From an optimization exercise on the open Yosys and OpenROAD flow, aimed at small area; shortcuts taken in it are not production practice. RTL that was checked went through simulation tests only; none was proved equivalent to the original. Function not checked in runs 2 and 3: the RTL went through the layout flow alone. Power is estimated from default activity; no workload was simulated.

==> design.v <==
`default_nettype none
module vdx_istore_ecc (
    input  wire          clk,
    input  wire          rst,
    input  wire          wr_valid,
    input  wire [79:0]   wr_data,
    output reg           enc_valid,
    output reg  [7:0]    enc_chk,
    input  wire [3:0]    rd_valid,
    input  wire [351:0]  rd_word,
    output reg  [3:0]    chk_valid,
    output reg  [7:0]    chk_status,
    output reg  [319:0]  chk_data,
    output wire [3:0]    wb_valid,
    output reg  [31:0]   wb_chk,
    input  wire          cnt_clr,
    output reg  [15:0]   ce_cnt
);
    wire [7:0] wr_chk;
    vdx_enc u_enc (.d(wr_data), .c(wr_chk));
    always @(posedge clk) begin
        enc_valid <= wr_valid & ~rst;
        enc_chk   <= wr_chk;
    end
    reg [3:0]   s1_valid;
    reg [351:0] s1_word;
    always @(posedge clk) begin
        s1_valid <= rd_valid & {4{~rst}};
        s1_word  <= rd_word;
    end
    genvar g, k;
    generate
        for (g = 0; g < 4; g = g + 1) begin : g_lane
            wire [87:0] w = s1_word[g*88 +: 88];
            wire [6:0]  s;
            wire        p;
            vdx_syn u_syn (.w(w), .s(s), .p(p));
            wire nz   = |s;
            wire big  = s[6] & (s[5] | (s[4] & s[3]));    
            wire [1:0] status = {(p ^ nz) | (p & big), nz};
            wire [7:0]  lo;
            wire [10:0] hi;
            for (k = 0; k < 8; k = k + 1) begin : g_lo
                assign lo[k] = (s[2:0] == k);
            end
            for (k = 0; k < 11; k = k + 1) begin : g_hi
                assign hi[k] = p & (s[6:3] == k);
            end
            wire [79:0] data;
            wire [7:0]  chk;
            vdx_fix u_fix0 (.d(w[0]), .h(hi[0]), .l(lo[3]), .y(data[0]));
            vdx_fix u_fix1 (.d(w[1]), .h(hi[0]), .l(lo[5]), .y(data[1]));
            vdx_fix u_fix2 (.d(w[2]), .h(hi[0]), .l(lo[6]), .y(data[2]));
            vdx_fix u_fix3 (.d(w[3]), .h(hi[0]), .l(lo[7]), .y(data[3]));
            vdx_fix u_fix4 (.d(w[4]), .h(hi[1]), .l(lo[1]), .y(data[4]));
            vdx_fix u_fix5 (.d(w[5]), .h(hi[1]), .l(lo[2]), .y(data[5]));
            vdx_fix u_fix6 (.d(w[6]), .h(hi[1]), .l(lo[3]), .y(data[6]));
            vdx_fix u_fix7 (.d(w[7]), .h(hi[1]), .l(lo[4]), .y(data[7]));
            vdx_fix u_fix8 (.d(w[8]), .h(hi[1]), .l(lo[5]), .y(data[8]));
            vdx_fix u_fix9 (.d(w[9]), .h(hi[1]), .l(lo[6]), .y(data[9]));
            vdx_fix u_fix10 (.d(w[10]), .h(hi[1]), .l(lo[7]), .y(data[10]));
            vdx_fix u_fix11 (.d(w[11]), .h(hi[2]), .l(lo[1]), .y(data[11]));
            vdx_fix u_fix12 (.d(w[12]), .h(hi[2]), .l(lo[2]), .y(data[12]));
            vdx_fix u_fix13 (.d(w[13]), .h(hi[2]), .l(lo[3]), .y(data[13]));
            vdx_fix u_fix14 (.d(w[14]), .h(hi[2]), .l(lo[4]), .y(data[14]));
            vdx_fix u_fix15 (.d(w[15]), .h(hi[2]), .l(lo[5]), .y(data[15]));
            vdx_fix u_fix16 (.d(w[16]), .h(hi[2]), .l(lo[6]), .y(data[16]));
            vdx_fix u_fix17 (.d(w[17]), .h(hi[2]), .l(lo[7]), .y(data[17]));
            vdx_fix u_fix18 (.d(w[18]), .h(hi[3]), .l(lo[0]), .y(data[18]));
            vdx_fix u_fix19 (.d(w[19]), .h(hi[3]), .l(lo[1]), .y(data[19]));
            vdx_fix u_fix20 (.d(w[20]), .h(hi[3]), .l(lo[2]), .y(data[20]));
            vdx_fix u_fix21 (.d(w[21]), .h(hi[3]), .l(lo[3]), .y(data[21]));
            vdx_fix u_fix22 (.d(w[22]), .h(hi[3]), .l(lo[4]), .y(data[22]));
            vdx_fix u_fix23 (.d(w[23]), .h(hi[3]), .l(lo[5]), .y(data[23]));
            vdx_fix u_fix24 (.d(w[24]), .h(hi[3]), .l(lo[6]), .y(data[24]));
            vdx_fix u_fix25 (.d(w[25]), .h(hi[3]), .l(lo[7]), .y(data[25]));
            vdx_fix u_fix26 (.d(w[26]), .h(hi[4]), .l(lo[1]), .y(data[26]));
            vdx_fix u_fix27 (.d(w[27]), .h(hi[4]), .l(lo[2]), .y(data[27]));
            vdx_fix u_fix28 (.d(w[28]), .h(hi[4]), .l(lo[3]), .y(data[28]));
            vdx_fix u_fix29 (.d(w[29]), .h(hi[4]), .l(lo[4]), .y(data[29]));
            vdx_fix u_fix30 (.d(w[30]), .h(hi[4]), .l(lo[5]), .y(data[30]));
            vdx_fix u_fix31 (.d(w[31]), .h(hi[4]), .l(lo[6]), .y(data[31]));
            vdx_fix u_fix32 (.d(w[32]), .h(hi[4]), .l(lo[7]), .y(data[32]));
            vdx_fix u_fix33 (.d(w[33]), .h(hi[5]), .l(lo[0]), .y(data[33]));
            vdx_fix u_fix34 (.d(w[34]), .h(hi[5]), .l(lo[1]), .y(data[34]));
            vdx_fix u_fix35 (.d(w[35]), .h(hi[5]), .l(lo[2]), .y(data[35]));
            vdx_fix u_fix36 (.d(w[36]), .h(hi[5]), .l(lo[3]), .y(data[36]));
            vdx_fix u_fix37 (.d(w[37]), .h(hi[5]), .l(lo[4]), .y(data[37]));
            vdx_fix u_fix38 (.d(w[38]), .h(hi[5]), .l(lo[5]), .y(data[38]));
            vdx_fix u_fix39 (.d(w[39]), .h(hi[5]), .l(lo[6]), .y(data[39]));
            vdx_fix u_fix40 (.d(w[40]), .h(hi[5]), .l(lo[7]), .y(data[40]));
            vdx_fix u_fix41 (.d(w[41]), .h(hi[6]), .l(lo[0]), .y(data[41]));
            vdx_fix u_fix42 (.d(w[42]), .h(hi[6]), .l(lo[1]), .y(data[42]));
            vdx_fix u_fix43 (.d(w[43]), .h(hi[6]), .l(lo[2]), .y(data[43]));
            vdx_fix u_fix44 (.d(w[44]), .h(hi[6]), .l(lo[3]), .y(data[44]));
            vdx_fix u_fix45 (.d(w[45]), .h(hi[6]), .l(lo[4]), .y(data[45]));
            vdx_fix u_fix46 (.d(w[46]), .h(hi[6]), .l(lo[5]), .y(data[46]));
            vdx_fix u_fix47 (.d(w[47]), .h(hi[6]), .l(lo[6]), .y(data[47]));
            vdx_fix u_fix48 (.d(w[48]), .h(hi[6]), .l(lo[7]), .y(data[48]));
            vdx_fix u_fix49 (.d(w[49]), .h(hi[7]), .l(lo[0]), .y(data[49]));
            vdx_fix u_fix50 (.d(w[50]), .h(hi[7]), .l(lo[1]), .y(data[50]));
            vdx_fix u_fix51 (.d(w[51]), .h(hi[7]), .l(lo[2]), .y(data[51]));
            vdx_fix u_fix52 (.d(w[52]), .h(hi[7]), .l(lo[3]), .y(data[52]));
            vdx_fix u_fix53 (.d(w[53]), .h(hi[7]), .l(lo[4]), .y(data[53]));
            vdx_fix u_fix54 (.d(w[54]), .h(hi[7]), .l(lo[5]), .y(data[54]));
            vdx_fix u_fix55 (.d(w[55]), .h(hi[7]), .l(lo[6]), .y(data[55]));
            vdx_fix u_fix56 (.d(w[56]), .h(hi[7]), .l(lo[7]), .y(data[56]));
            vdx_fix u_fix57 (.d(w[57]), .h(hi[8]), .l(lo[1]), .y(data[57]));
            vdx_fix u_fix58 (.d(w[58]), .h(hi[8]), .l(lo[2]), .y(data[58]));
            vdx_fix u_fix59 (.d(w[59]), .h(hi[8]), .l(lo[3]), .y(data[59]));
            vdx_fix u_fix60 (.d(w[60]), .h(hi[8]), .l(lo[4]), .y(data[60]));
            vdx_fix u_fix61 (.d(w[61]), .h(hi[8]), .l(lo[5]), .y(data[61]));
            vdx_fix u_fix62 (.d(w[62]), .h(hi[8]), .l(lo[6]), .y(data[62]));
            vdx_fix u_fix63 (.d(w[63]), .h(hi[8]), .l(lo[7]), .y(data[63]));
            vdx_fix u_fix64 (.d(w[64]), .h(hi[9]), .l(lo[0]), .y(data[64]));
            vdx_fix u_fix65 (.d(w[65]), .h(hi[9]), .l(lo[1]), .y(data[65]));
            vdx_fix u_fix66 (.d(w[66]), .h(hi[9]), .l(lo[2]), .y(data[66]));
            vdx_fix u_fix67 (.d(w[67]), .h(hi[9]), .l(lo[3]), .y(data[67]));
            vdx_fix u_fix68 (.d(w[68]), .h(hi[9]), .l(lo[4]), .y(data[68]));
            vdx_fix u_fix69 (.d(w[69]), .h(hi[9]), .l(lo[5]), .y(data[69]));
            vdx_fix u_fix70 (.d(w[70]), .h(hi[9]), .l(lo[6]), .y(data[70]));
            vdx_fix u_fix71 (.d(w[71]), .h(hi[9]), .l(lo[7]), .y(data[71]));
            vdx_fix u_fix72 (.d(w[72]), .h(hi[10]), .l(lo[0]), .y(data[72]));
            vdx_fix u_fix73 (.d(w[73]), .h(hi[10]), .l(lo[1]), .y(data[73]));
            vdx_fix u_fix74 (.d(w[74]), .h(hi[10]), .l(lo[2]), .y(data[74]));
            vdx_fix u_fix75 (.d(w[75]), .h(hi[10]), .l(lo[3]), .y(data[75]));
            vdx_fix u_fix76 (.d(w[76]), .h(hi[10]), .l(lo[4]), .y(data[76]));
            vdx_fix u_fix77 (.d(w[77]), .h(hi[10]), .l(lo[5]), .y(data[77]));
            vdx_fix u_fix78 (.d(w[78]), .h(hi[10]), .l(lo[6]), .y(data[78]));
            vdx_fix u_fix79 (.d(w[79]), .h(hi[10]), .l(lo[7]), .y(data[79]));
            vdx_fix u_fixc0 (.d(w[80]), .h(hi[0]), .l(lo[1]), .y(chk[0]));
            vdx_fix u_fixc1 (.d(w[81]), .h(hi[0]), .l(lo[2]), .y(chk[1]));
            vdx_fix u_fixc2 (.d(w[82]), .h(hi[0]), .l(lo[4]), .y(chk[2]));
            vdx_fix u_fixc3 (.d(w[83]), .h(hi[1]), .l(lo[0]), .y(chk[3]));
            vdx_fix u_fixc4 (.d(w[84]), .h(hi[2]), .l(lo[0]), .y(chk[4]));
            vdx_fix u_fixc5 (.d(w[85]), .h(hi[4]), .l(lo[0]), .y(chk[5]));
            vdx_fix u_fixc6 (.d(w[86]), .h(hi[8]), .l(lo[0]), .y(chk[6]));
            vdx_fix u_fixc7 (.d(w[87]), .h(hi[0]), .l(lo[0]), .y(chk[7]));
            always @(posedge clk) begin
                chk_valid[g]         <= s1_valid[g] & ~rst;
                chk_status[g*2 +: 2] <= status;
                chk_data[g*80 +: 80] <= data;
                wb_chk[g*8 +: 8]     <= chk;
            end
            assign wb_valid[g] = chk_valid[g] &
                                 (chk_status[g*2] ^ chk_status[g*2+1]);
        end
    endgenerate
    wire a0, a1, n0, b1, n1, n2;
    vdx_fa u_pc0 (.a(wb_valid[0]), .b(wb_valid[1]), .c(wb_valid[2]), .s(a0), .co(a1));
    vdx_ha u_pc1 (.a(a0), .b(wb_valid[3]), .s(n0), .co(b1));
    vdx_ha u_pc2 (.a(a1), .b(b1), .s(n1), .co(n2));
    wire [16:0] c;
    wire [15:0] sum;
    assign c[0] = 1'b0;
    vdx_ha u_s0 (.a(ce_cnt[0]), .b(n0), .s(sum[0]), .co(c[1]));
    vdx_fa u_s1 (.a(ce_cnt[1]), .b(n1), .c(c[1]), .s(sum[1]), .co(c[2]));
    vdx_fa u_s2 (.a(ce_cnt[2]), .b(n2), .c(c[2]), .s(sum[2]), .co(c[3]));
    genvar i;
    generate
        for (i = 3; i < 16; i = i + 1) begin : g_inc
            vdx_ha u_s (.a(ce_cnt[i]), .b(c[i]), .s(sum[i]), .co(c[i+1]));
        end
    endgenerate
    always @(posedge clk) begin
        if (rst || cnt_clr)
            ce_cnt <= 16'd0;
        else
            ce_cnt <= sum | {16{c[16]}};
    end
endmodule
module vdx_syn (
    input  wire [87:0] w,
    output wire [6:0]  s,
    output wire        p
);
    wire x0;
    vdx_xor u_x0 (.a(w[87]), .b(w[80]), .y(x0));
    wire x1;
    vdx_xor u_x1 (.a(w[81]), .b(w[0]), .y(x1));
    wire x2;
    vdx_xor u_x2 (.a(w[80]), .b(w[0]), .y(x2));
    wire x3;
    vdx_xor u_x3 (.a(x0), .b(x1), .y(x3));
    wire x4;
    vdx_xor u_x4 (.a(w[82]), .b(w[1]), .y(x4));
    wire x5;
    vdx_xor u_x5 (.a(w[2]), .b(w[3]), .y(x5));
    wire x6;
    vdx_xor u_x6 (.a(w[1]), .b(w[3]), .y(x6));
    wire x7;
    vdx_xor u_x7 (.a(x4), .b(x5), .y(x7));
    wire x8;
    vdx_xor u_x8 (.a(x2), .b(x6), .y(x8));
    wire x9;
    vdx_xor u_x9 (.a(x1), .b(x5), .y(x9));
    wire x10;
    vdx_xor u_x10 (.a(x3), .b(x7), .y(x10));
    wire x11;
    vdx_xor u_x11 (.a(w[83]), .b(w[4]), .y(x11));
    wire x12;
    vdx_xor u_x12 (.a(w[5]), .b(w[6]), .y(x12));
    wire x13;
    vdx_xor u_x13 (.a(w[4]), .b(w[6]), .y(x13));
    wire x14;
    vdx_xor u_x14 (.a(x11), .b(x12), .y(x14));
    wire x15;
    vdx_xor u_x15 (.a(w[7]), .b(w[8]), .y(x15));
    wire x16;
    vdx_xor u_x16 (.a(w[9]), .b(w[10]), .y(x16));
    wire x17;
    vdx_xor u_x17 (.a(w[8]), .b(w[10]), .y(x17));
    wire x18;
    vdx_xor u_x18 (.a(x15), .b(x16), .y(x18));
    wire x19;
    vdx_xor u_x19 (.a(x13), .b(x17), .y(x19));
    wire x20;
    vdx_xor u_x20 (.a(x12), .b(x16), .y(x20));
    wire x21;
    vdx_xor u_x21 (.a(x14), .b(x18), .y(x21));
    wire x22;
    vdx_xor u_x22 (.a(x8), .b(x19), .y(x22));
    wire x23;
    vdx_xor u_x23 (.a(x9), .b(x20), .y(x23));
    wire x24;
    vdx_xor u_x24 (.a(x7), .b(x18), .y(x24));
    wire x25;
    vdx_xor u_x25 (.a(x10), .b(x21), .y(x25));
    wire x26;
    vdx_xor u_x26 (.a(w[84]), .b(w[11]), .y(x26));
    wire x27;
    vdx_xor u_x27 (.a(w[12]), .b(w[13]), .y(x27));
    wire x28;
    vdx_xor u_x28 (.a(w[11]), .b(w[13]), .y(x28));
    wire x29;
    vdx_xor u_x29 (.a(x26), .b(x27), .y(x29));
    wire x30;
    vdx_xor u_x30 (.a(w[14]), .b(w[15]), .y(x30));
    wire x31;
    vdx_xor u_x31 (.a(w[16]), .b(w[17]), .y(x31));
    wire x32;
    vdx_xor u_x32 (.a(w[15]), .b(w[17]), .y(x32));
    wire x33;
    vdx_xor u_x33 (.a(x30), .b(x31), .y(x33));
    wire x34;
    vdx_xor u_x34 (.a(x28), .b(x32), .y(x34));
    wire x35;
    vdx_xor u_x35 (.a(x27), .b(x31), .y(x35));
    wire x36;
    vdx_xor u_x36 (.a(x29), .b(x33), .y(x36));
    wire x37;
    vdx_xor u_x37 (.a(w[18]), .b(w[19]), .y(x37));
    wire x38;
    vdx_xor u_x38 (.a(w[20]), .b(w[21]), .y(x38));
    wire x39;
    vdx_xor u_x39 (.a(w[19]), .b(w[21]), .y(x39));
    wire x40;
    vdx_xor u_x40 (.a(x37), .b(x38), .y(x40));
    wire x41;
    vdx_xor u_x41 (.a(w[22]), .b(w[23]), .y(x41));
    wire x42;
    vdx_xor u_x42 (.a(w[24]), .b(w[25]), .y(x42));
    wire x43;
    vdx_xor u_x43 (.a(w[23]), .b(w[25]), .y(x43));
    wire x44;
    vdx_xor u_x44 (.a(x41), .b(x42), .y(x44));
    wire x45;
    vdx_xor u_x45 (.a(x39), .b(x43), .y(x45));
    wire x46;
    vdx_xor u_x46 (.a(x38), .b(x42), .y(x46));
    wire x47;
    vdx_xor u_x47 (.a(x40), .b(x44), .y(x47));
    wire x48;
    vdx_xor u_x48 (.a(x34), .b(x45), .y(x48));
    wire x49;
    vdx_xor u_x49 (.a(x35), .b(x46), .y(x49));
    wire x50;
    vdx_xor u_x50 (.a(x33), .b(x44), .y(x50));
    wire x51;
    vdx_xor u_x51 (.a(x36), .b(x47), .y(x51));
    wire x52;
    vdx_xor u_x52 (.a(x22), .b(x48), .y(x52));
    wire x53;
    vdx_xor u_x53 (.a(x23), .b(x49), .y(x53));
    wire x54;
    vdx_xor u_x54 (.a(x24), .b(x50), .y(x54));
    wire x55;
    vdx_xor u_x55 (.a(x21), .b(x47), .y(x55));
    wire x56;
    vdx_xor u_x56 (.a(x25), .b(x51), .y(x56));
    wire x57;
    vdx_xor u_x57 (.a(w[85]), .b(w[26]), .y(x57));
    wire x58;
    vdx_xor u_x58 (.a(w[27]), .b(w[28]), .y(x58));
    wire x59;
    vdx_xor u_x59 (.a(w[26]), .b(w[28]), .y(x59));
    wire x60;
    vdx_xor u_x60 (.a(x57), .b(x58), .y(x60));
    wire x61;
    vdx_xor u_x61 (.a(w[29]), .b(w[30]), .y(x61));
    wire x62;
    vdx_xor u_x62 (.a(w[31]), .b(w[32]), .y(x62));
    wire x63;
    vdx_xor u_x63 (.a(w[30]), .b(w[32]), .y(x63));
    wire x64;
    vdx_xor u_x64 (.a(x61), .b(x62), .y(x64));
    wire x65;
    vdx_xor u_x65 (.a(x59), .b(x63), .y(x65));
    wire x66;
    vdx_xor u_x66 (.a(x58), .b(x62), .y(x66));
    wire x67;
    vdx_xor u_x67 (.a(x60), .b(x64), .y(x67));
    wire x68;
    vdx_xor u_x68 (.a(w[33]), .b(w[34]), .y(x68));
    wire x69;
    vdx_xor u_x69 (.a(w[35]), .b(w[36]), .y(x69));
    wire x70;
    vdx_xor u_x70 (.a(w[34]), .b(w[36]), .y(x70));
    wire x71;
    vdx_xor u_x71 (.a(x68), .b(x69), .y(x71));
    wire x72;
    vdx_xor u_x72 (.a(w[37]), .b(w[38]), .y(x72));
    wire x73;
    vdx_xor u_x73 (.a(w[39]), .b(w[40]), .y(x73));
    wire x74;
    vdx_xor u_x74 (.a(w[38]), .b(w[40]), .y(x74));
    wire x75;
    vdx_xor u_x75 (.a(x72), .b(x73), .y(x75));
    wire x76;
    vdx_xor u_x76 (.a(x70), .b(x74), .y(x76));
    wire x77;
    vdx_xor u_x77 (.a(x69), .b(x73), .y(x77));
    wire x78;
    vdx_xor u_x78 (.a(x71), .b(x75), .y(x78));
    wire x79;
    vdx_xor u_x79 (.a(x65), .b(x76), .y(x79));
    wire x80;
    vdx_xor u_x80 (.a(x66), .b(x77), .y(x80));
    wire x81;
    vdx_xor u_x81 (.a(x64), .b(x75), .y(x81));
    wire x82;
    vdx_xor u_x82 (.a(x67), .b(x78), .y(x82));
    wire x83;
    vdx_xor u_x83 (.a(w[41]), .b(w[42]), .y(x83));
    wire x84;
    vdx_xor u_x84 (.a(w[43]), .b(w[44]), .y(x84));
    wire x85;
    vdx_xor u_x85 (.a(w[42]), .b(w[44]), .y(x85));
    wire x86;
    vdx_xor u_x86 (.a(x83), .b(x84), .y(x86));
    wire x87;
    vdx_xor u_x87 (.a(w[45]), .b(w[46]), .y(x87));
    wire x88;
    vdx_xor u_x88 (.a(w[47]), .b(w[48]), .y(x88));
    wire x89;
    vdx_xor u_x89 (.a(w[46]), .b(w[48]), .y(x89));
    wire x90;
    vdx_xor u_x90 (.a(x87), .b(x88), .y(x90));
    wire x91;
    vdx_xor u_x91 (.a(x85), .b(x89), .y(x91));
    wire x92;
    vdx_xor u_x92 (.a(x84), .b(x88), .y(x92));
    wire x93;
    vdx_xor u_x93 (.a(x86), .b(x90), .y(x93));
    wire x94;
    vdx_xor u_x94 (.a(w[49]), .b(w[50]), .y(x94));
    wire x95;
    vdx_xor u_x95 (.a(w[51]), .b(w[52]), .y(x95));
    wire x96;
    vdx_xor u_x96 (.a(w[50]), .b(w[52]), .y(x96));
    wire x97;
    vdx_xor u_x97 (.a(x94), .b(x95), .y(x97));
    wire x98;
    vdx_xor u_x98 (.a(w[53]), .b(w[54]), .y(x98));
    wire x99;
    vdx_xor u_x99 (.a(w[55]), .b(w[56]), .y(x99));
    wire x100;
    vdx_xor u_x100 (.a(w[54]), .b(w[56]), .y(x100));
    wire x101;
    vdx_xor u_x101 (.a(x98), .b(x99), .y(x101));
    wire x102;
    vdx_xor u_x102 (.a(x96), .b(x100), .y(x102));
    wire x103;
    vdx_xor u_x103 (.a(x95), .b(x99), .y(x103));
    wire x104;
    vdx_xor u_x104 (.a(x97), .b(x101), .y(x104));
    wire x105;
    vdx_xor u_x105 (.a(x91), .b(x102), .y(x105));
    wire x106;
    vdx_xor u_x106 (.a(x92), .b(x103), .y(x106));
    wire x107;
    vdx_xor u_x107 (.a(x90), .b(x101), .y(x107));
    wire x108;
    vdx_xor u_x108 (.a(x93), .b(x104), .y(x108));
    wire x109;
    vdx_xor u_x109 (.a(x79), .b(x105), .y(x109));
    wire x110;
    vdx_xor u_x110 (.a(x80), .b(x106), .y(x110));
    wire x111;
    vdx_xor u_x111 (.a(x81), .b(x107), .y(x111));
    wire x112;
    vdx_xor u_x112 (.a(x78), .b(x104), .y(x112));
    wire x113;
    vdx_xor u_x113 (.a(x82), .b(x108), .y(x113));
    wire x114;
    vdx_xor u_x114 (.a(x52), .b(x109), .y(x114));
    wire x115;
    vdx_xor u_x115 (.a(x53), .b(x110), .y(x115));
    wire x116;
    vdx_xor u_x116 (.a(x54), .b(x111), .y(x116));
    wire x117;
    vdx_xor u_x117 (.a(x55), .b(x112), .y(x117));
    wire x118;
    vdx_xor u_x118 (.a(x51), .b(x108), .y(x118));
    wire x119;
    vdx_xor u_x119 (.a(x56), .b(x113), .y(x119));
    wire x120;
    vdx_xor u_x120 (.a(w[86]), .b(w[57]), .y(x120));
    wire x121;
    vdx_xor u_x121 (.a(w[58]), .b(w[59]), .y(x121));
    wire x122;
    vdx_xor u_x122 (.a(w[57]), .b(w[59]), .y(x122));
    wire x123;
    vdx_xor u_x123 (.a(x120), .b(x121), .y(x123));
    wire x124;
    vdx_xor u_x124 (.a(w[60]), .b(w[61]), .y(x124));
    wire x125;
    vdx_xor u_x125 (.a(w[62]), .b(w[63]), .y(x125));
    wire x126;
    vdx_xor u_x126 (.a(w[61]), .b(w[63]), .y(x126));
    wire x127;
    vdx_xor u_x127 (.a(x124), .b(x125), .y(x127));
    wire x128;
    vdx_xor u_x128 (.a(x122), .b(x126), .y(x128));
    wire x129;
    vdx_xor u_x129 (.a(x121), .b(x125), .y(x129));
    wire x130;
    vdx_xor u_x130 (.a(x123), .b(x127), .y(x130));
    wire x131;
    vdx_xor u_x131 (.a(w[64]), .b(w[65]), .y(x131));
    wire x132;
    vdx_xor u_x132 (.a(w[66]), .b(w[67]), .y(x132));
    wire x133;
    vdx_xor u_x133 (.a(w[65]), .b(w[67]), .y(x133));
    wire x134;
    vdx_xor u_x134 (.a(x131), .b(x132), .y(x134));
    wire x135;
    vdx_xor u_x135 (.a(w[68]), .b(w[69]), .y(x135));
    wire x136;
    vdx_xor u_x136 (.a(w[70]), .b(w[71]), .y(x136));
    wire x137;
    vdx_xor u_x137 (.a(w[69]), .b(w[71]), .y(x137));
    wire x138;
    vdx_xor u_x138 (.a(x135), .b(x136), .y(x138));
    wire x139;
    vdx_xor u_x139 (.a(x133), .b(x137), .y(x139));
    wire x140;
    vdx_xor u_x140 (.a(x132), .b(x136), .y(x140));
    wire x141;
    vdx_xor u_x141 (.a(x134), .b(x138), .y(x141));
    wire x142;
    vdx_xor u_x142 (.a(x128), .b(x139), .y(x142));
    wire x143;
    vdx_xor u_x143 (.a(x129), .b(x140), .y(x143));
    wire x144;
    vdx_xor u_x144 (.a(x127), .b(x138), .y(x144));
    wire x145;
    vdx_xor u_x145 (.a(x130), .b(x141), .y(x145));
    wire x146;
    vdx_xor u_x146 (.a(w[72]), .b(w[73]), .y(x146));
    wire x147;
    vdx_xor u_x147 (.a(w[74]), .b(w[75]), .y(x147));
    wire x148;
    vdx_xor u_x148 (.a(w[73]), .b(w[75]), .y(x148));
    wire x149;
    vdx_xor u_x149 (.a(x146), .b(x147), .y(x149));
    wire x150;
    vdx_xor u_x150 (.a(w[76]), .b(w[77]), .y(x150));
    wire x151;
    vdx_xor u_x151 (.a(w[78]), .b(w[79]), .y(x151));
    wire x152;
    vdx_xor u_x152 (.a(w[77]), .b(w[79]), .y(x152));
    wire x153;
    vdx_xor u_x153 (.a(x150), .b(x151), .y(x153));
    wire x154;
    vdx_xor u_x154 (.a(x148), .b(x152), .y(x154));
    wire x155;
    vdx_xor u_x155 (.a(x147), .b(x151), .y(x155));
    wire x156;
    vdx_xor u_x156 (.a(x149), .b(x153), .y(x156));
    wire x157;
    vdx_xor u_x157 (.a(x142), .b(x154), .y(x157));
    wire x158;
    vdx_xor u_x158 (.a(x143), .b(x155), .y(x158));
    wire x159;
    vdx_xor u_x159 (.a(x144), .b(x153), .y(x159));
    wire x160;
    vdx_xor u_x160 (.a(x145), .b(x156), .y(x160));
    wire x161;
    vdx_xor u_x161 (.a(x114), .b(x157), .y(x161));
    wire x162;
    vdx_xor u_x162 (.a(x115), .b(x158), .y(x162));
    wire x163;
    vdx_xor u_x163 (.a(x116), .b(x159), .y(x163));
    wire x164;
    vdx_xor u_x164 (.a(x117), .b(x141), .y(x164));
    wire x165;
    vdx_xor u_x165 (.a(x118), .b(x156), .y(x165));
    wire x166;
    vdx_xor u_x166 (.a(x119), .b(x160), .y(x166));
    assign s[0] = x161;
    assign s[1] = x162;
    assign s[2] = x163;
    assign s[3] = x164;
    assign s[4] = x165;
    assign s[5] = x113;
    assign s[6] = x160;
    assign p = x166;
endmodule
module vdx_enc (
    input  wire [79:0] d,
    output wire [7:0]  c
);
    wire e0;
    vdx_xor u_e0 (.a(d[2]), .b(d[3]), .y(e0));
    wire e1;
    vdx_xor u_e1 (.a(d[1]), .b(d[3]), .y(e1));
    wire e2;
    vdx_xor u_e2 (.a(d[1]), .b(e0), .y(e2));
    wire e3;
    vdx_xor u_e3 (.a(d[0]), .b(e1), .y(e3));
    wire e4;
    vdx_xor u_e4 (.a(d[0]), .b(e0), .y(e4));
    wire e5;
    vdx_xor u_e5 (.a(d[0]), .b(e2), .y(e5));
    wire e6;
    vdx_xor u_e6 (.a(d[5]), .b(d[6]), .y(e6));
    wire e7;
    vdx_xor u_e7 (.a(d[4]), .b(d[6]), .y(e7));
    wire e8;
    vdx_xor u_e8 (.a(d[4]), .b(e6), .y(e8));
    wire e9;
    vdx_xor u_e9 (.a(d[7]), .b(d[8]), .y(e9));
    wire e10;
    vdx_xor u_e10 (.a(d[9]), .b(d[10]), .y(e10));
    wire e11;
    vdx_xor u_e11 (.a(d[8]), .b(d[10]), .y(e11));
    wire e12;
    vdx_xor u_e12 (.a(e9), .b(e10), .y(e12));
    wire e13;
    vdx_xor u_e13 (.a(e7), .b(e11), .y(e13));
    wire e14;
    vdx_xor u_e14 (.a(e6), .b(e10), .y(e14));
    wire e15;
    vdx_xor u_e15 (.a(e8), .b(e12), .y(e15));
    wire e16;
    vdx_xor u_e16 (.a(e3), .b(e13), .y(e16));
    wire e17;
    vdx_xor u_e17 (.a(e4), .b(e14), .y(e17));
    wire e18;
    vdx_xor u_e18 (.a(e2), .b(e12), .y(e18));
    wire e19;
    vdx_xor u_e19 (.a(e5), .b(e15), .y(e19));
    wire e20;
    vdx_xor u_e20 (.a(d[12]), .b(d[13]), .y(e20));
    wire e21;
    vdx_xor u_e21 (.a(d[11]), .b(d[13]), .y(e21));
    wire e22;
    vdx_xor u_e22 (.a(d[11]), .b(e20), .y(e22));
    wire e23;
    vdx_xor u_e23 (.a(d[14]), .b(d[15]), .y(e23));
    wire e24;
    vdx_xor u_e24 (.a(d[16]), .b(d[17]), .y(e24));
    wire e25;
    vdx_xor u_e25 (.a(d[15]), .b(d[17]), .y(e25));
    wire e26;
    vdx_xor u_e26 (.a(e23), .b(e24), .y(e26));
    wire e27;
    vdx_xor u_e27 (.a(e21), .b(e25), .y(e27));
    wire e28;
    vdx_xor u_e28 (.a(e20), .b(e24), .y(e28));
    wire e29;
    vdx_xor u_e29 (.a(e22), .b(e26), .y(e29));
    wire e30;
    vdx_xor u_e30 (.a(d[18]), .b(d[19]), .y(e30));
    wire e31;
    vdx_xor u_e31 (.a(d[20]), .b(d[21]), .y(e31));
    wire e32;
    vdx_xor u_e32 (.a(d[19]), .b(d[21]), .y(e32));
    wire e33;
    vdx_xor u_e33 (.a(e30), .b(e31), .y(e33));
    wire e34;
    vdx_xor u_e34 (.a(d[22]), .b(d[23]), .y(e34));
    wire e35;
    vdx_xor u_e35 (.a(d[24]), .b(d[25]), .y(e35));
    wire e36;
    vdx_xor u_e36 (.a(d[23]), .b(d[25]), .y(e36));
    wire e37;
    vdx_xor u_e37 (.a(e34), .b(e35), .y(e37));
    wire e38;
    vdx_xor u_e38 (.a(e32), .b(e36), .y(e38));
    wire e39;
    vdx_xor u_e39 (.a(e31), .b(e35), .y(e39));
    wire e40;
    vdx_xor u_e40 (.a(e33), .b(e37), .y(e40));
    wire e41;
    vdx_xor u_e41 (.a(e27), .b(e38), .y(e41));
    wire e42;
    vdx_xor u_e42 (.a(e28), .b(e39), .y(e42));
    wire e43;
    vdx_xor u_e43 (.a(e26), .b(e37), .y(e43));
    wire e44;
    vdx_xor u_e44 (.a(e29), .b(e40), .y(e44));
    wire e45;
    vdx_xor u_e45 (.a(e16), .b(e41), .y(e45));
    wire e46;
    vdx_xor u_e46 (.a(e17), .b(e42), .y(e46));
    wire e47;
    vdx_xor u_e47 (.a(e18), .b(e43), .y(e47));
    wire e48;
    vdx_xor u_e48 (.a(e15), .b(e40), .y(e48));
    wire e49;
    vdx_xor u_e49 (.a(e19), .b(e44), .y(e49));
    wire e50;
    vdx_xor u_e50 (.a(d[27]), .b(d[28]), .y(e50));
    wire e51;
    vdx_xor u_e51 (.a(d[26]), .b(d[28]), .y(e51));
    wire e52;
    vdx_xor u_e52 (.a(d[26]), .b(e50), .y(e52));
    wire e53;
    vdx_xor u_e53 (.a(d[29]), .b(d[30]), .y(e53));
    wire e54;
    vdx_xor u_e54 (.a(d[31]), .b(d[32]), .y(e54));
    wire e55;
    vdx_xor u_e55 (.a(d[30]), .b(d[32]), .y(e55));
    wire e56;
    vdx_xor u_e56 (.a(e53), .b(e54), .y(e56));
    wire e57;
    vdx_xor u_e57 (.a(e51), .b(e55), .y(e57));
    wire e58;
    vdx_xor u_e58 (.a(e50), .b(e54), .y(e58));
    wire e59;
    vdx_xor u_e59 (.a(e52), .b(e56), .y(e59));
    wire e60;
    vdx_xor u_e60 (.a(d[33]), .b(d[34]), .y(e60));
    wire e61;
    vdx_xor u_e61 (.a(d[35]), .b(d[36]), .y(e61));
    wire e62;
    vdx_xor u_e62 (.a(d[34]), .b(d[36]), .y(e62));
    wire e63;
    vdx_xor u_e63 (.a(e60), .b(e61), .y(e63));
    wire e64;
    vdx_xor u_e64 (.a(d[37]), .b(d[38]), .y(e64));
    wire e65;
    vdx_xor u_e65 (.a(d[39]), .b(d[40]), .y(e65));
    wire e66;
    vdx_xor u_e66 (.a(d[38]), .b(d[40]), .y(e66));
    wire e67;
    vdx_xor u_e67 (.a(e64), .b(e65), .y(e67));
    wire e68;
    vdx_xor u_e68 (.a(e62), .b(e66), .y(e68));
    wire e69;
    vdx_xor u_e69 (.a(e61), .b(e65), .y(e69));
    wire e70;
    vdx_xor u_e70 (.a(e63), .b(e67), .y(e70));
    wire e71;
    vdx_xor u_e71 (.a(e57), .b(e68), .y(e71));
    wire e72;
    vdx_xor u_e72 (.a(e58), .b(e69), .y(e72));
    wire e73;
    vdx_xor u_e73 (.a(e56), .b(e67), .y(e73));
    wire e74;
    vdx_xor u_e74 (.a(e59), .b(e70), .y(e74));
    wire e75;
    vdx_xor u_e75 (.a(d[41]), .b(d[42]), .y(e75));
    wire e76;
    vdx_xor u_e76 (.a(d[43]), .b(d[44]), .y(e76));
    wire e77;
    vdx_xor u_e77 (.a(d[42]), .b(d[44]), .y(e77));
    wire e78;
    vdx_xor u_e78 (.a(e75), .b(e76), .y(e78));
    wire e79;
    vdx_xor u_e79 (.a(d[45]), .b(d[46]), .y(e79));
    wire e80;
    vdx_xor u_e80 (.a(d[47]), .b(d[48]), .y(e80));
    wire e81;
    vdx_xor u_e81 (.a(d[46]), .b(d[48]), .y(e81));
    wire e82;
    vdx_xor u_e82 (.a(e79), .b(e80), .y(e82));
    wire e83;
    vdx_xor u_e83 (.a(e77), .b(e81), .y(e83));
    wire e84;
    vdx_xor u_e84 (.a(e76), .b(e80), .y(e84));
    wire e85;
    vdx_xor u_e85 (.a(e78), .b(e82), .y(e85));
    wire e86;
    vdx_xor u_e86 (.a(d[49]), .b(d[50]), .y(e86));
    wire e87;
    vdx_xor u_e87 (.a(d[51]), .b(d[52]), .y(e87));
    wire e88;
    vdx_xor u_e88 (.a(d[50]), .b(d[52]), .y(e88));
    wire e89;
    vdx_xor u_e89 (.a(e86), .b(e87), .y(e89));
    wire e90;
    vdx_xor u_e90 (.a(d[53]), .b(d[54]), .y(e90));
    wire e91;
    vdx_xor u_e91 (.a(d[55]), .b(d[56]), .y(e91));
    wire e92;
    vdx_xor u_e92 (.a(d[54]), .b(d[56]), .y(e92));
    wire e93;
    vdx_xor u_e93 (.a(e90), .b(e91), .y(e93));
    wire e94;
    vdx_xor u_e94 (.a(e88), .b(e92), .y(e94));
    wire e95;
    vdx_xor u_e95 (.a(e87), .b(e91), .y(e95));
    wire e96;
    vdx_xor u_e96 (.a(e89), .b(e93), .y(e96));
    wire e97;
    vdx_xor u_e97 (.a(e83), .b(e94), .y(e97));
    wire e98;
    vdx_xor u_e98 (.a(e84), .b(e95), .y(e98));
    wire e99;
    vdx_xor u_e99 (.a(e82), .b(e93), .y(e99));
    wire e100;
    vdx_xor u_e100 (.a(e85), .b(e96), .y(e100));
    wire e101;
    vdx_xor u_e101 (.a(e71), .b(e97), .y(e101));
    wire e102;
    vdx_xor u_e102 (.a(e72), .b(e98), .y(e102));
    wire e103;
    vdx_xor u_e103 (.a(e73), .b(e99), .y(e103));
    wire e104;
    vdx_xor u_e104 (.a(e70), .b(e96), .y(e104));
    wire e105;
    vdx_xor u_e105 (.a(e74), .b(e100), .y(e105));
    wire e106;
    vdx_xor u_e106 (.a(e45), .b(e101), .y(e106));
    wire e107;
    vdx_xor u_e107 (.a(e46), .b(e102), .y(e107));
    wire e108;
    vdx_xor u_e108 (.a(e47), .b(e103), .y(e108));
    wire e109;
    vdx_xor u_e109 (.a(e48), .b(e104), .y(e109));
    wire e110;
    vdx_xor u_e110 (.a(e44), .b(e100), .y(e110));
    wire e111;
    vdx_xor u_e111 (.a(e49), .b(e105), .y(e111));
    wire e112;
    vdx_xor u_e112 (.a(d[58]), .b(d[59]), .y(e112));
    wire e113;
    vdx_xor u_e113 (.a(d[57]), .b(d[59]), .y(e113));
    wire e114;
    vdx_xor u_e114 (.a(d[57]), .b(e112), .y(e114));
    wire e115;
    vdx_xor u_e115 (.a(d[60]), .b(d[61]), .y(e115));
    wire e116;
    vdx_xor u_e116 (.a(d[62]), .b(d[63]), .y(e116));
    wire e117;
    vdx_xor u_e117 (.a(d[61]), .b(d[63]), .y(e117));
    wire e118;
    vdx_xor u_e118 (.a(e115), .b(e116), .y(e118));
    wire e119;
    vdx_xor u_e119 (.a(e113), .b(e117), .y(e119));
    wire e120;
    vdx_xor u_e120 (.a(e112), .b(e116), .y(e120));
    wire e121;
    vdx_xor u_e121 (.a(e114), .b(e118), .y(e121));
    wire e122;
    vdx_xor u_e122 (.a(d[64]), .b(d[65]), .y(e122));
    wire e123;
    vdx_xor u_e123 (.a(d[66]), .b(d[67]), .y(e123));
    wire e124;
    vdx_xor u_e124 (.a(d[65]), .b(d[67]), .y(e124));
    wire e125;
    vdx_xor u_e125 (.a(e122), .b(e123), .y(e125));
    wire e126;
    vdx_xor u_e126 (.a(d[68]), .b(d[69]), .y(e126));
    wire e127;
    vdx_xor u_e127 (.a(d[70]), .b(d[71]), .y(e127));
    wire e128;
    vdx_xor u_e128 (.a(d[69]), .b(d[71]), .y(e128));
    wire e129;
    vdx_xor u_e129 (.a(e126), .b(e127), .y(e129));
    wire e130;
    vdx_xor u_e130 (.a(e124), .b(e128), .y(e130));
    wire e131;
    vdx_xor u_e131 (.a(e123), .b(e127), .y(e131));
    wire e132;
    vdx_xor u_e132 (.a(e125), .b(e129), .y(e132));
    wire e133;
    vdx_xor u_e133 (.a(e119), .b(e130), .y(e133));
    wire e134;
    vdx_xor u_e134 (.a(e120), .b(e131), .y(e134));
    wire e135;
    vdx_xor u_e135 (.a(e118), .b(e129), .y(e135));
    wire e136;
    vdx_xor u_e136 (.a(e121), .b(e132), .y(e136));
    wire e137;
    vdx_xor u_e137 (.a(d[72]), .b(d[73]), .y(e137));
    wire e138;
    vdx_xor u_e138 (.a(d[74]), .b(d[75]), .y(e138));
    wire e139;
    vdx_xor u_e139 (.a(d[73]), .b(d[75]), .y(e139));
    wire e140;
    vdx_xor u_e140 (.a(e137), .b(e138), .y(e140));
    wire e141;
    vdx_xor u_e141 (.a(d[76]), .b(d[77]), .y(e141));
    wire e142;
    vdx_xor u_e142 (.a(d[78]), .b(d[79]), .y(e142));
    wire e143;
    vdx_xor u_e143 (.a(d[77]), .b(d[79]), .y(e143));
    wire e144;
    vdx_xor u_e144 (.a(e141), .b(e142), .y(e144));
    wire e145;
    vdx_xor u_e145 (.a(e139), .b(e143), .y(e145));
    wire e146;
    vdx_xor u_e146 (.a(e138), .b(e142), .y(e146));
    wire e147;
    vdx_xor u_e147 (.a(e140), .b(e144), .y(e147));
    wire e148;
    vdx_xor u_e148 (.a(e133), .b(e145), .y(e148));
    wire e149;
    vdx_xor u_e149 (.a(e134), .b(e146), .y(e149));
    wire e150;
    vdx_xor u_e150 (.a(e135), .b(e144), .y(e150));
    wire e151;
    vdx_xor u_e151 (.a(e136), .b(e147), .y(e151));
    wire e152;
    vdx_xor u_e152 (.a(e106), .b(e148), .y(e152));
    wire e153;
    vdx_xor u_e153 (.a(e107), .b(e149), .y(e153));
    wire e154;
    vdx_xor u_e154 (.a(e108), .b(e150), .y(e154));
    wire e155;
    vdx_xor u_e155 (.a(e109), .b(e132), .y(e155));
    wire e156;
    vdx_xor u_e156 (.a(e110), .b(e147), .y(e156));
    wire e157;
    vdx_xor u_e157 (.a(e111), .b(e151), .y(e157));
    wire ep0;
    vdx_xor u_ep0 (.a(e157), .b(e152), .y(ep0));
    wire ep1;
    vdx_xor u_ep1 (.a(ep0), .b(e153), .y(ep1));
    wire ep2;
    vdx_xor u_ep2 (.a(ep1), .b(e154), .y(ep2));
    wire ep3;
    vdx_xor u_ep3 (.a(ep2), .b(e155), .y(ep3));
    wire ep4;
    vdx_xor u_ep4 (.a(ep3), .b(e156), .y(ep4));
    wire ep5;
    vdx_xor u_ep5 (.a(ep4), .b(e105), .y(ep5));
    wire ep6;
    vdx_xor u_ep6 (.a(ep5), .b(e151), .y(ep6));
    assign c[0] = e152;
    assign c[1] = e153;
    assign c[2] = e154;
    assign c[3] = e155;
    assign c[4] = e156;
    assign c[5] = e105;
    assign c[6] = e151;
    assign c[7] = ep6;
endmodule
module vdx_xor (
    input  wire a,
    input  wire b,
    output wire y
);
    assign y = a ^ b;
endmodule
module vdx_fix (
    input  wire d,
    input  wire h,
    input  wire l,
    output wire y
);
    assign y = d ^ (h & l);
endmodule
module vdx_ha (
    input  wire a,
    input  wire b,
    output wire s,
    output wire co
);
    assign {co, s} = a + b;
endmodule
module vdx_fa (
    input  wire a,
    input  wire b,
    input  wire c,
    output wire s,
    output wire co
);
    assign {co, s} = a + b + c;
endmodule
`default_nettype wire
==> flow/run.sh <==
#!/bin/bash
# The standard layout (the standard.sh, standard synthesis unchanged),
# with two changes:
#  - the port buffers that buffer_ports inserts on every input and output
#    are buf_1 instead of the default cell;
#  - clock tree synthesis uses larger sink clusters of clkbuf_8 and no
#    dummy loads.
set -euo pipefail
CTS="-sink_clustering_enable -repair_clock_nets -dont_use_dummy_load"
CTS="$CTS -buf_list {${CTS_BUFS:-sky130_fd_sc_hd__clkbuf_8}}"
CTS="$CTS -sink_clustering_size ${CTS_SIZE:-15} -sink_clustering_max_diameter ${CTS_DIAM:-50}"
bash standard.sh \
  "BUFFER_PORTS_ARGS=-buffer_cell sky130_fd_sc_hd__buf_1" \
  "CTS_ARGS=$CTS" \
  finish > standard.log 2>&1
==> standard.sh <==
#!/bin/bash
# synth_recipe.tcl (not shown) runs the flow's synth.tcl, then flattens the netlist and writes it again
# the make line also repeats each setting of config.mk as NAME=value (left out here)
make -C /OpenROAD-flow-scripts/flow DESIGN_CONFIG=/design/flow/config.mk WORK_HOME=/design/flow/orfs CLKGATE_MAP_FILE= SYNTH_SCRIPT=/design/flow/synth_recipe.tcl "${@:-finish}"
==> config.mk <==
export PLATFORM = sky130hd
export DESIGN_NAME = vdx_istore_ecc
export DESIGN_NICKNAME = vdx_istore_ecc
export VERILOG_FILES = /design/flow/design.v
export SDC_FILE = /design/flow/constraint.sdc
export NUM_CORES = 4
export LEC_CHECK = 0
export CAP_MARGIN = 20
export CORE_AREA = 2 2.72 498 109.52
export DIE_AREA = 0 0 500 112
export SLEW_MARGIN = 20
export SYNTH_HIERARCHICAL = 1
export SYNTH_MINIMUM_KEEP_SIZE = 0
==> constraint.sdc <==
create_clock -name core_clock -period 8.0 [get_ports {clk}]
set_input_delay 1.6000 -clock core_clock [delete_from_list [all_inputs] [get_ports {clk}]]
set_output_delay 1.6000 -clock core_clock [all_outputs]
set_load 0.01 [all_outputs]
==> results of run 1 <==
==> path summary, 6_finish.rpt <==
| check | slack (ns) | to | startpoint |
|---|---|---|---|
| setup reg to reg | 2.50 | ce_cnt[13] | chk_status[0] |
| setup / recovery | 2.50 | ce_cnt[13] | chk_status[0] |
| hold reg to reg | 0.44 | chk_valid[0] | s1_valid[0] |
| hold / removal | 0.44 | chk_valid[0] | s1_valid[0] |
==> area by class of cell <==
class                           count  area (µm²)  share of cell area, %
Antenna cell                        3       7.507                0.02281
Clock buffer                       55       757.0                  2.300
Multi-Input combinational cell   1728       13100                  39.82
Sequential cell                   745       14910                  45.32
Tap cell                          717       897.1                  2.726
Timing Repair Buffer              846        3228                  9.810
==> layout by cell type (no fill, tap or decap), types with 10 or more instances in the layout <==
master	synthesis	layout
and3b_1	10	10
xnor2_1	352	352
nor3b_2	0	11
clkbuf_8	0	55
nand2b_1	16	16
nor2_1	27	27
buf_1	1	832
nor3_1	24	19
nand2_1	366	366
xor2_1	837	837
nor2b_1	13	13
buf_4	36	14
ha_1	16	16
dfxtp_1	745	745
o21a_1	16	16
==> sequential cells by signal, indices dropped and copies added (netlist names) <==
signal      count
ce_cnt         16
s1_valid        4
chk_valid       4
enc_valid       1
enc_chk         8
wb_chk         32
s1_word       352
chk_status      8
chk_data      320
==> per-module statistics from Yosys, one instance, submodules excluded <==
module | cells inside | cell area, µm² | flip-flops and latches | times used
vdx_ha | 1 | 12.51 | 0 | 16
vdx_enc | 8 | 60.06 | 0 | 1
vdx_xor | 1 | 8.758 | 0 | 833
vdx_syn | 7 | 52.55 | 0 | 4
vdx_fix | 2 | 12.51 | 0 | 352
vdx_istore_ecc | 928 | 15990 | 745 | 1
vdx_fa | 1 | 20.02 | 0 | 3
==> kinds of logic (layout without fill, tap and decap cells) <==
| group | count (synthesis) | after routing | synth area share [%] |
|---|---|---|---|
| AOI/OAI and AO/OA | 32 | 32 | 0.8159 |
| xor gates and xnor gates | 1189 | 1189 | 36.90 |
| adders and majority gates | 19 | 19 | 0.9222 |
| buffers and inverters | 47 | 901 | 1.104 |
| DFF | 745 | 745 | 52.85 |
| other | 0 | 3 | 0 |
| and+or+nand+nor | 488 | 488 | 7.404 |
==> routing by layer <==
layer | track usage, % | vias up | share of wire (%)
li1 | - | 9411 | -
met1 | 26.16 | 8884 | 39
met2 | 45.97 | 332 | 54
met3 | 5.133 | 113 | 4.4
met4 | 6.505 | 0 | 2.4
met5 | 0 | - | 0
==> metrics by stage <==
stage	area [µm²]	hold WS (ns)	util (%)	total power, mW	setup slack (ns)
6_report	32910	0.4432	62.62	13.19	2.496
5_1_grt	32900	0.4623	62.61	14.05	2.198
3_3_place_gp	32110	0.4240	61.11	11.32	2.653
4_1_cts	32890	0.4488	62.58	13.27	2.523
2_1_floorplan	28220	0.4138	-	9.411	2.690
3_5_place_dp	32130	0.4258	61.14	11.48	2.557
==> power by group through the flow <==
stage	clock (mW)	combinational (mW)	sequential, mW
CTS	1.84	6.97	4.46
finish	1.76	6.98	4.45
global placement	0	6.78	4.54
global route	1.98	7.57	4.50
detailed placement	0	6.94	4.55
floorplan	0	4.70	4.71
==> critical path, cell delays in order (launching register included) <==
cell and delay (ns):
dfxtp_1 0.36, xor2_1 0.30, and2_1 0.22, fa_1 0.41, ha_1 0.21, ha_1 0.29
fa_1 0.41, fa_1 0.38, ha_1 0.19, ha_1 0.18, ha_1 0.18, ha_1 0.18
ha_1 0.18, ha_1 0.18, ha_1 0.18, ha_1 0.18, ha_1 0.18, ha_1 0.18
ha_1 0.18, ha_1 0.19, ha_1 0.38, o21a_1 0.27
==> impl_results.md, run 1 <==
- Post-CTS Repair Setup Buffers: 0
- Clock share of power: 13.4%
- Root Driver: clkbuf_8
- Setup violators final: 0
- Setup TNS: 0 ns
- Post-route insts no fill: 4094
- P_sw: 6.292 mW
- Minimum clock period: 5.504 ns
- Part of the power in combinational logic: 52.9%
- Net Sw Frac: 47.69%
- Ys flop type: dfxtp_1
- Area Overhead vs Synth: 16.61%
- Maximum clock insertion buffer count: 3
- Post-synth top area share: 52.85%
- CP Max Fanout: 16
- Worst Setup Start Kind: flip-flop
- Synth unique cells: 24
- Leakage: 12.90 nW
- Final net count: 3835
- Post-synth top area cell: dfxtp_1
- Tot GR Track Use: 23.71%
- Mean routed wirelength per cell: 16.64 µm
- FP Rows: 39
- H-tree levels: 2
- Reg2Reg Depth: 21
- Vias in the first global route: 19520
- Min-Delay Path Class: flip-flop to flip-flop
- Vias/cell: 4.577
- CTS clk-pin slew, worst paths: 0.10 ns
- Cells on Worst Hold Path: 1
- Die height: 112 µm
- Ranking of synthesized cells by area: dfxtp_1, xor2_1, xnor2_1, nand2_1, buf_4
- Cells after Synth: 2520
- Starting Density: 53.70%
- Pre-antenna DRT Iters: 5
- Initial antenna violation count: 2
- Die W: 500 µm
- Worst-Margin Slew: 1.129 ns
- Gr ovfl total: 0
- Layout cell share with drive strength beyond 1: 2.608%
- CP required: 8.56 ns
- Ys Warns: 7
- Worst setup EP type: flip-flop
- Detailed-route DRC error count: 0
- Routed vias: 18740
- Mapped Area: 28220 µm²
- Unrepaired setup endpoints after global routing: false
- Largest net degree at the start of global routing: 17
- Final GP Congestion: 0.8724
- Internal power: 6.902 mW
- Iter 0 DRT Violations: 816
- First-pass GRT wire length: 102.5 mm
- Arr. time, crit path: 6.06 ns
- Ys async rst share: 0%
- Port Buffers: 832
- Sequential Power Share: 33.8%
- Worst-case clock skew: 0.05199 ns
- Most common cell in the synthesized netlist: xor2_1
- Pwr Density: 400.9 nW/µm²
- Placed cells: 4036
- Synthesis-stage register bit count: 745
- CTS resizes: 0
- FMAX: 181.7 MHz
- DRT Wirelength: 68.12 mm
- Core Box Area: 52550 µm²
- Sequential share of the synthesized area: 52.85%
- Die area: 56000 µm²
- Crit path kind: flip-flop to flip-flop
- # fillers: 4584
- Fin. max-slew vios: 0
- Worst-Skew Late Latency: 0.70 ns
- # clock sinks: 745
- Max Cap Violations: 0
- Crit share post-route: 68.80%
- Synthesized area per cell: 11.20 µm²
- Post-cts hold buffer count: 0
- CTS buffer count: 55
- Io pins: 833
- Max-slew headroom: 24.17%
- Most frequent cells after synthesis: xor2_1, dfxtp_1, nand2_1
- EDFF count, synth: 0
- Worst IR drop on VDD: 359.1 µV
- Status: no timing/DRC/antenna violations
- CTS tree: built
- DP HPWL: 52.53 mm
- Net Count, Synth: 2979
- Post-DRT Antenna Nets: 0
- Final number of hold-violating endpoints: 0
==> run 2: changes to the inputs <==
--- a/design.v
+++ b/design.v
@@ -146,27 +146,14 @@
                                  (chk_status[g*2] ^ chk_status[g*2+1]);
         end
     endgenerate
-    wire a0, a1, n0, b1, n1, n2;
-    vdx_fa u_pc0 (.a(wb_valid[0]), .b(wb_valid[1]), .c(wb_valid[2]), .s(a0), .co(a1));
-    vdx_ha u_pc1 (.a(a0), .b(wb_valid[3]), .s(n0), .co(b1));
-    vdx_ha u_pc2 (.a(a1), .b(b1), .s(n1), .co(n2));
-    wire [16:0] c;
-    wire [15:0] sum;
-    assign c[0] = 1'b0;
-    vdx_ha u_s0 (.a(ce_cnt[0]), .b(n0), .s(sum[0]), .co(c[1]));
-    vdx_fa u_s1 (.a(ce_cnt[1]), .b(n1), .c(c[1]), .s(sum[1]), .co(c[2]));
-    vdx_fa u_s2 (.a(ce_cnt[2]), .b(n2), .c(c[2]), .s(sum[2]), .co(c[3]));
-    genvar i;
-    generate
-        for (i = 3; i < 16; i = i + 1) begin : g_inc
-            vdx_ha u_s (.a(ce_cnt[i]), .b(c[i]), .s(sum[i]), .co(c[i+1]));
-        end
-    endgenerate
+    wire [2:0]  n_wb = {2'd0, wb_valid[0]} + {2'd0, wb_valid[1]} +
+                       {2'd0, wb_valid[2]} + {2'd0, wb_valid[3]};
+    wire [16:0] cnt_sum = {1'b0, ce_cnt} + {14'd0, n_wb};
     always @(posedge clk) begin
         if (rst || cnt_clr)
             ce_cnt <= 16'd0;
         else
-            ce_cnt <= sum | {16{c[16]}};
+            ce_cnt <= cnt_sum[15:0] | {16{cnt_sum[16]}};
     end
 endmodule
 module vdx_syn (
@@ -875,21 +862,4 @@
 );
     assign y = d ^ (h & l);
 endmodule
-module vdx_ha (
-    input  wire a,
-    input  wire b,
-    output wire s,
-    output wire co
-);
-    assign {co, s} = a + b;
-endmodule
-module vdx_fa (
-    input  wire a,
-    input  wire b,
-    input  wire c,
-    output wire s,
-    output wire co
-);
-    assign {co, s} = a + b + c;
-endmodule
 `default_nettype wire
--- a/flow/run.sh
+++ b/flow/run.sh
@@ -7,8 +7,8 @@
 #    dummy loads.
 set -euo pipefail
 CTS="-sink_clustering_enable -repair_clock_nets -dont_use_dummy_load"
-CTS="$CTS -buf_list {${CTS_BUFS:-sky130_fd_sc_hd__clkbuf_8}}"
-CTS="$CTS -sink_clustering_size ${CTS_SIZE:-15} -sink_clustering_max_diameter ${CTS_DIAM:-50}"
+CTS="$CTS -buf_list {${CTS_BUFS:-sky130_fd_sc_hd__clkbuf_4 sky130_fd_sc_hd__clkbuf_8}}"
+CTS="$CTS -sink_clustering_size ${CTS_SIZE:-12} -sink_clustering_max_diameter ${CTS_DIAM:-45}"
 bash standard.sh \
   "BUFFER_PORTS_ARGS=-buffer_cell sky130_fd_sc_hd__buf_1" \
   "CTS_ARGS=$CTS" \
==> run 2 against run 1 <==
Effect of this change:
- sequential share of layout area fell by 0.52 points
- register-to-register slack improved by 1.1 ns
- clock-buffer cell count rose by 17
- maximum frequency grew 24%
- power grew 1.1%
- global-route usage is 0.40 points higher
- worst setup slack better by 1.1 ns
- core utilization increased by 0.73 points
- still clean
- via count grew 2.2%
- synthesized cell count increased by 1.9%
- critical path depth shrank 9
==> impl_results.md, run 2 <==
- Gr ovfl total: 0
- FMAX: 225.8 MHz
- Most frequent CP cell: xor2_1
- Post-route insts no fill: 4155
- Crit-path max cell delay: 0.80 ns
- Synthesized area per cell: 11.07 µm²
- Routed vias: 19150
- Post-synth top area cell: dfxtp_1
- Minimum clock period: 4.428 ns
- Net Sw Frac: 47.02%
- Sequential Power Share: 33.4%
- Core Box Area: 52550 µm²
- Worst setup EP type: flip-flop
- Internal power: 7.068 mW
- Sequential share of the synthesized area: 52.45%
- Final number of hold-violating endpoints: 0
- CTS buffer count: 72
- Largest regs: s1_word (352), chk_data (320), wb_chk (32)
- Area Overhead vs Synth: 17.09%
- Vias/cell: 4.608
- Detailed-route DRC error count: 0
- Unrepaired setup endpoints after global routing: false
- Ys Warns: 7
- Most frequent cells in the layout: xor2_1, buf_1, dfxtp_1
- Final hold slack: 0.4426 ns
- Worst-case clock skew: 0.05980 ns
- Final GP Congestion: 0.8784
- CP Max Fanout: 9
- Die W: 500 µm
- Design Area, Final: 33290 µm²
- CTS clk-pin slew, worst paths: 0.08 ns
- Post-cts hold buffer count: 0
- Top delay family on crit path: XOR/XNOR gates
- Setup TNS: 0 ns
- Storage cell area: 14910 µm²
- P_sw: 6.273 mW
- Io pins: 833
- Post-DRT Antenna Nets: 0
- Post-CTS Repair Setup Buffers: 0
- Clock share of power: 15.2%
- Port Buffers: 832
- First-pass GRT wire length: 103.6 mm
- Synthesis-stage register bit count: 745
- Crit-path slowest cell: nor3_1
- Vias in the first global route: 19750
- Worst-Margin Slew: 1.097 ns
- Cell Chain, Critical Path: xor2_1 > xor2_1 > xor2_1 > xor2_1 > xor2_1 > xor2_1 > xor2_1 > nor2b_1 > nand2b_1 > nor3_1 > nand2_1 > xnor2_1
- Most frequent cells after synthesis: xor2_1, dfxtp_1, nand2_1
- Largest net degree at the start of global routing: 17
- Tot GR Track Use: 24.11%
- DRT Wirelength: 69.52 mm
- # clock sinks: 745
- Initial antenna violation count: 0
- Setup violators final: 0
- Die area: 56000 µm²
- Cells after Synth: 2568
- Commonest non-fill, non-tap cell in the layout: xor2_1
- Pre-antenna DRT Iters: 5
- R2R setup slack: 3.57 ns
- Worst Path Buf+Inv: 0
- Ys flop type: dfxtp_1
- CTS tree: built
- Arr. time, crit path: 4.98 ns
- Max-slew headroom: 26.31%
- Final net count: 3883
- Die height: 112 µm
- Iter 0 DRT Violations: 827
- CTS resizes: 0
- Post-synth top area share: 52.45%
- Fin. max-slew vios: 0
- CP required: 8.55 ns
- Worst-Skew Late Latency: 0.71 ns
- Status: no timing/DRC/antenna violations
- Max reg flops: 352
- Placed cells: 4082
- FP Rows: 39
- Mapped Area: 28430 µm²
- Worst Setup Start Kind: flip-flop
- Layout cell share with drive strength beyond 1: 3.433%
- Worst IR drop on VDD: 363.9 µV
- EDFF count, synth: 0
- Root Driver: clkbuf_8
- Most flop-heavy register: s1_word
- Leakage: 12.93 nW
- Most common cell in the synthesized netlist: xor2_1
- Net Count, Synth: 3012
- Crit share post-route: 55.35%
- Synth unique cells: 43
- Multi-input gate area in the final layout: 13220 µm²
- # fillers: 4586
- DP HPWL: 52.67 mm
- Placed cell area: 32290 µm²
- Starting Density: 54.11%
- Ys async rst share: 0%
- H-tree levels: 3
- Min-Delay Path Class: flip-flop to flip-flop
- Crit path kind: flip-flop to flip-flop
- Mean routed wirelength per cell: 16.73 µm
- Max Cap Violations: 0
- Part of the power in combinational logic: 51.4%
- Maximum clock insertion buffer count: 3
- Ranking of synthesized cells by area: dfxtp_1, xor2_1, xnor2_1, nand2_1, buf_4
- Pwr Density: 400.7 nW/µm²
[run 2: path summary, 6_finish.rpt]
| path | startpoint | endpoint | cells after the start |
|---|---|---|---|
| max | s1_word[232] | wb_chk[16] | 12 |
| max reg2reg | s1_word[232] | wb_chk[16] | 12 |
| min reg2reg | s1_valid[2] | chk_valid[2] | 1 |
| min | s1_valid[2] | chk_valid[2] | 1 |
[run 2: worst reg2reg max path: stages (launching register included)]
cell and delay, ns:
dfxtp_1 0.41, xor2_1 0.28, xor2_1 0.30, xor2_1 0.28
xor2_1 0.30, xor2_1 0.60, xor2_1 0.23, xor2_1 0.32
nor2b_1 0.29, nand2b_1 0.14, nor3_1 0.80, nand2_1 0.19
xnor2_1 0.17
[run 2: cell families after synthesis]
group | after synthesis | share of synthesized area (%)
adders and majority gates | 4 | 0.2552
buffers and inverters | 61 | 1.311
AOI/OAI and AO/OA | 44 | 1.175
DFF | 745 | 52.45
and+or+nand+nor | 516 | 7.907
xor gates and xnor gates | 1198 | 36.90
[run 2: metal layers]
metal | part of all wire, % | global-route usage [%] | wire length (µm) | vias up
met1 | 40 | 27.02 | 27710 | 9044
met4 | 2.5 | 7.798 | 1754 | 0
li1 | - | - | - | 9590
met2 | 54 | 46.02 | 37290 | 384
met5 | 0 | 0 | 0 | -
met3 | 4.0 | 4.799 | 2761 | 127
[run 2: area by class of cell]
class,instances,area share [%]
timing repair buffer,844,9.651
tap,717,2.695
inverter,14,0.1578
sequential,745,44.80
clock buffer,72,2.976
antenna,1,0.007516
multi-input combinational,1762,39.72
[run 2: metrics by stage]
| stage | setup WS [ns] | utilization (%) | power [mW] |
|---|---|---|---|
| 3_3_place_gp | 3.077 | 61.43 | 11.22 |
| 2_1_floorplan | 3.393 | - | 9.459 |
| 3_5_place_dp | 2.989 | 61.45 | 11.36 |
| 5_1_grt | 3.180 | 63.35 | 14.18 |
| 4_1_cts | 3.586 | 63.33 | 13.42 |
| 6_report | 3.572 | 63.35 | 13.34 |
[run 2: per-module statistics from Yosys, one instance, submodules excluded]
module,area (µm²),flops+latches,cells,times used
vdx_istore_ecc,16460,745,995,1
vdx_xor,8.758,0,1,833
vdx_fix,12.51,0,2,352
vdx_enc,60.06,0,8,1
vdx_syn,52.55,0,7,4
[run 2: power groups by stage]
stage / registers, mW / clock network (mW) / logic [mW]
after global routing: 4.50 / 2.27 / 7.41
after global placement: 4.54 / 0 / 6.68
after CTS: 4.47 / 2.10 / 6.85
after floorplan: 4.71 / 0 / 4.75
after detailed placement: 4.55 / 0 / 6.81
final: 4.46 / 2.03 / 6.86
==> run 3: changes to the inputs <==
--- a/config.mk
+++ b/config.mk
@@ -8,6 +8,7 @@
 export CAP_MARGIN = 20
 export CORE_AREA = 2 2.72 498 109.52
 export DIE_AREA = 0 0 500 112
+export GPL_TIMING_DRIVEN = 0
 export SLEW_MARGIN = 20
 export SYNTH_HIERARCHICAL = 1
 export SYNTH_MINIMUM_KEEP_SIZE = 0
==> run 3 against run 2 <==
Effect of this change:
- still clean on timing, DRC and antenna
- cell count rose by 1.2%
- first-iteration DRC count is 7.3% lower
- power up 5.9%
- maximum frequency down 2.3%
- sequential power barely moved
- largest power group unchanged
==> impl_results.md, run 3 <==
- Pre-antenna DRT Iters: 5
- Net Count, Synth: 3012
- Placed cells: 4129
- Mapped Area: 28430 µm²
- Synth unique cells: 43
- Most frequent cells after synthesis: xor2_1, dfxtp_1, nand2_1
- Synthesis-stage register bit count: 745
- Largest net degree at the start of global routing: 13
- Gr ovfl total: 0
- Min-Delay Path Class: flip-flop to flip-flop
- Tot GR Track Use: 24.36%
- Area Overhead vs Synth: 18.44%
- EDFF count, synth: 0
- Core Box Area: 52550 µm²
- Arr. time, crit path: 5.14 ns
- Design Area, Final: 33680 µm²
- Most common cell in the synthesized netlist: xor2_1
- Final GP Congestion: 0.8561
- Final number of hold-violating endpoints: 0
- Synthesized area per cell: 11.07 µm²
- Crit path kind: input port to flip-flop
- Util after Layout: 64.08%
- Worst-Skew Late Latency: 0.69 ns
- Die W: 500 µm
- Multi-input gate area in the final layout: 13240 µm²
- Die height: 112 µm
- Ys async rst share: 0%
- Routed vias: 19120
- Largest regs: s1_word (352), chk_data (320), wb_chk (32)
- Minimum clock period: 4.533 ns
- First-pass GRT wire length: 104.6 mm
- Post-synth top area share: 52.45%
- Cells after Synth: 2568
- Hold Path End: chk_data[127]
- Worst-case clock skew: 0.06671 ns
- Post-route insts no fill: 4203
- Port Buffers: 832
- Worst Setup Start Kind: input port
- Ranking of synthesized cells by area: dfxtp_1, xor2_1, xnor2_1, nand2_1, buf_4
- Post-Place Worst Slack: 2.860 ns
- CP required: 8.61 ns
- Worst setup EP type: flip-flop
- Status: no timing/DRC/antenna violations
- Most frequent cells in the layout: xor2_1, buf_1, dfxtp_1
- # clock sinks: 745
- Unrepaired setup endpoints after global routing: false
- Setup TNS: 0 ns
- FMAX: 220.6 MHz
- Post-cts hold buffer count: 0
- Max reg flops: 352
- Commonest non-fill, non-tap cell in the layout: xor2_1
- Most flop-heavy register: s1_word
- CTS tree: built
- Final WS setup: 3.467 ns
- Reg2reg end: wb_chk[17]
- DRT Wirelength: 69.86 mm
- Crit share post-route: 56.66%
- Root Driver: clkbuf_8
- Leakage: 13.12 nW
- # fillers: 4548
- Detailed-route DRC error count: 0
- FP Rows: 39
- Layout cell share with drive strength beyond 1: 4.650%
- Final net count: 3930
- Total power: 14.12 mW
- Hold path startpoint: s1_word[135]
- Mean routed wirelength per cell: 16.62 µm
- Vias/cell: 4.550
- DP HPWL: 53.12 mm
- Ys flop type: dfxtp_1
- Vias in the first global route: 19710
-- run 3: cell counts after synthesis --
No cell type changed its count.
-- run 3: logic make-up (layout without fill, tap and decap cells) --
family | after synthesis | count (layout) | share of synthesized area (%)
xor+xnor | 1198 | 1198 | 36.90
flops | 745 | 745 | 52.45
simple gates | 516 | 516 | 7.907
buf+inv | 61 | 977 | 1.311
compound gates | 44 | 44 | 1.175
fa+ha+maj | 4 | 4 | 0.2552
other cells | 0 | 2 | 0
-- run 3: layer usage --
| metal | GRT usage [%] | share of wire, % | vias up |
|---|---|---|---|
| met2 | 46.18 | 53 | 368 |
| met3 | 4.972 | 4.0 | 132 |
| met4 | 8.485 | 2.7 | 0 |
| li1 | - | - | 9679 |
| met5 | 0 | 0 | - |
| met1 | 27.26 | 40 | 8943 |
-- run 3: how the worst max path moves through the flow --
stage / slack [ns] / end / startpoint
4_1_cts: 3.56 / enc_chk[7] / wr_data[56]
3_5_place_dp: 2.86 / enc_chk[7] / wr_data[56]
3_3_place_gp: 2.85 / enc_chk[7] / wr_data[56]
5_1_grt: 3.21 / enc_chk[7] / wr_data[48]
6_report: 3.47 / enc_chk[7] / wr_data[56]
2_1_floorplan: 3.39 / enc_chk[7] / wr_data[56]
-- run 3: final cells by class --
class                           instances  share of cell area [%]
Sequential cell                       745                   44.28
Buffer                                 47                  0.9511
Multi-Input combinational cell       1762                   39.31
Timing Repair Buffer                  844                   9.674
Antenna cell                            2                 0.01486
Clock buffer                           72                   2.942
Inverter                               14                  0.1560
Tap cell                              717                   2.664
-- run 3: power breakdown --
| part | total, mW | switching [mW] | internal (mW) |
|---|---|---|---|
| registers | 4.46 | 0.229 | 4.23 |
| logic | 7.64 | 4.98 | 2.66 |
| clock network | 2.03 | 1.22 | 0.806 |
-- run 3: Yosys stat by module (local to each module, per instance) --
module / cells inside / flip-flops and latches / copies in the design / area, µm²
vdx_istore_ecc: 995 / 745 / 1 / 16460
vdx_syn: 7 / 0 / 4 / 52.55
vdx_enc: 8 / 0 / 1 / 60.06
vdx_xor: 1 / 0 / 833 / 8.758
vdx_fix: 2 / 0 / 352 / 12.51
-- run 3: worst max-delay path, stage by stage --
cell	delay [ns]
buf_1	0.13
xor2_1	0.29
xor2_1	0.28
xor2_1	0.29
xor2_1	0.34
xor2_1	0.38
xor2_1	0.22
xor2_1	0.18
xor2_1	0.19
xor2_1	0.19
xor2_1	0.19
xor2_1	0.20
xor2_1	0.19
xor2_1	0.19
xor2_1	0.16
buf_4	0.12

-- static timing again, ports no longer ideal --
Ports are ideal in the flow. The routed layouts listed here were re-timed in OpenROAD.
Step 1: set_driving_cell puts a clkbuf_16 on clk and a buf_2 on each other input, an assumption about the parent block.
Step 2, shift: input delay + t, output delay - t, t = (earliest + latest rising clock arrival at the registers) / 2. This alone moves slack from input paths to output paths.
Three values: ideal, step 1, step 2; two values: the first two.
run	t, ns	setup slack, ns
run 1	0.726	2.496 / 2.496 / 2.496
run 2	0.740	3.572 / 3.572 / 2.933
run 3	0.723	3.467 / 3.514 / 2.791
After both steps setup and hold are still met in every run listed.
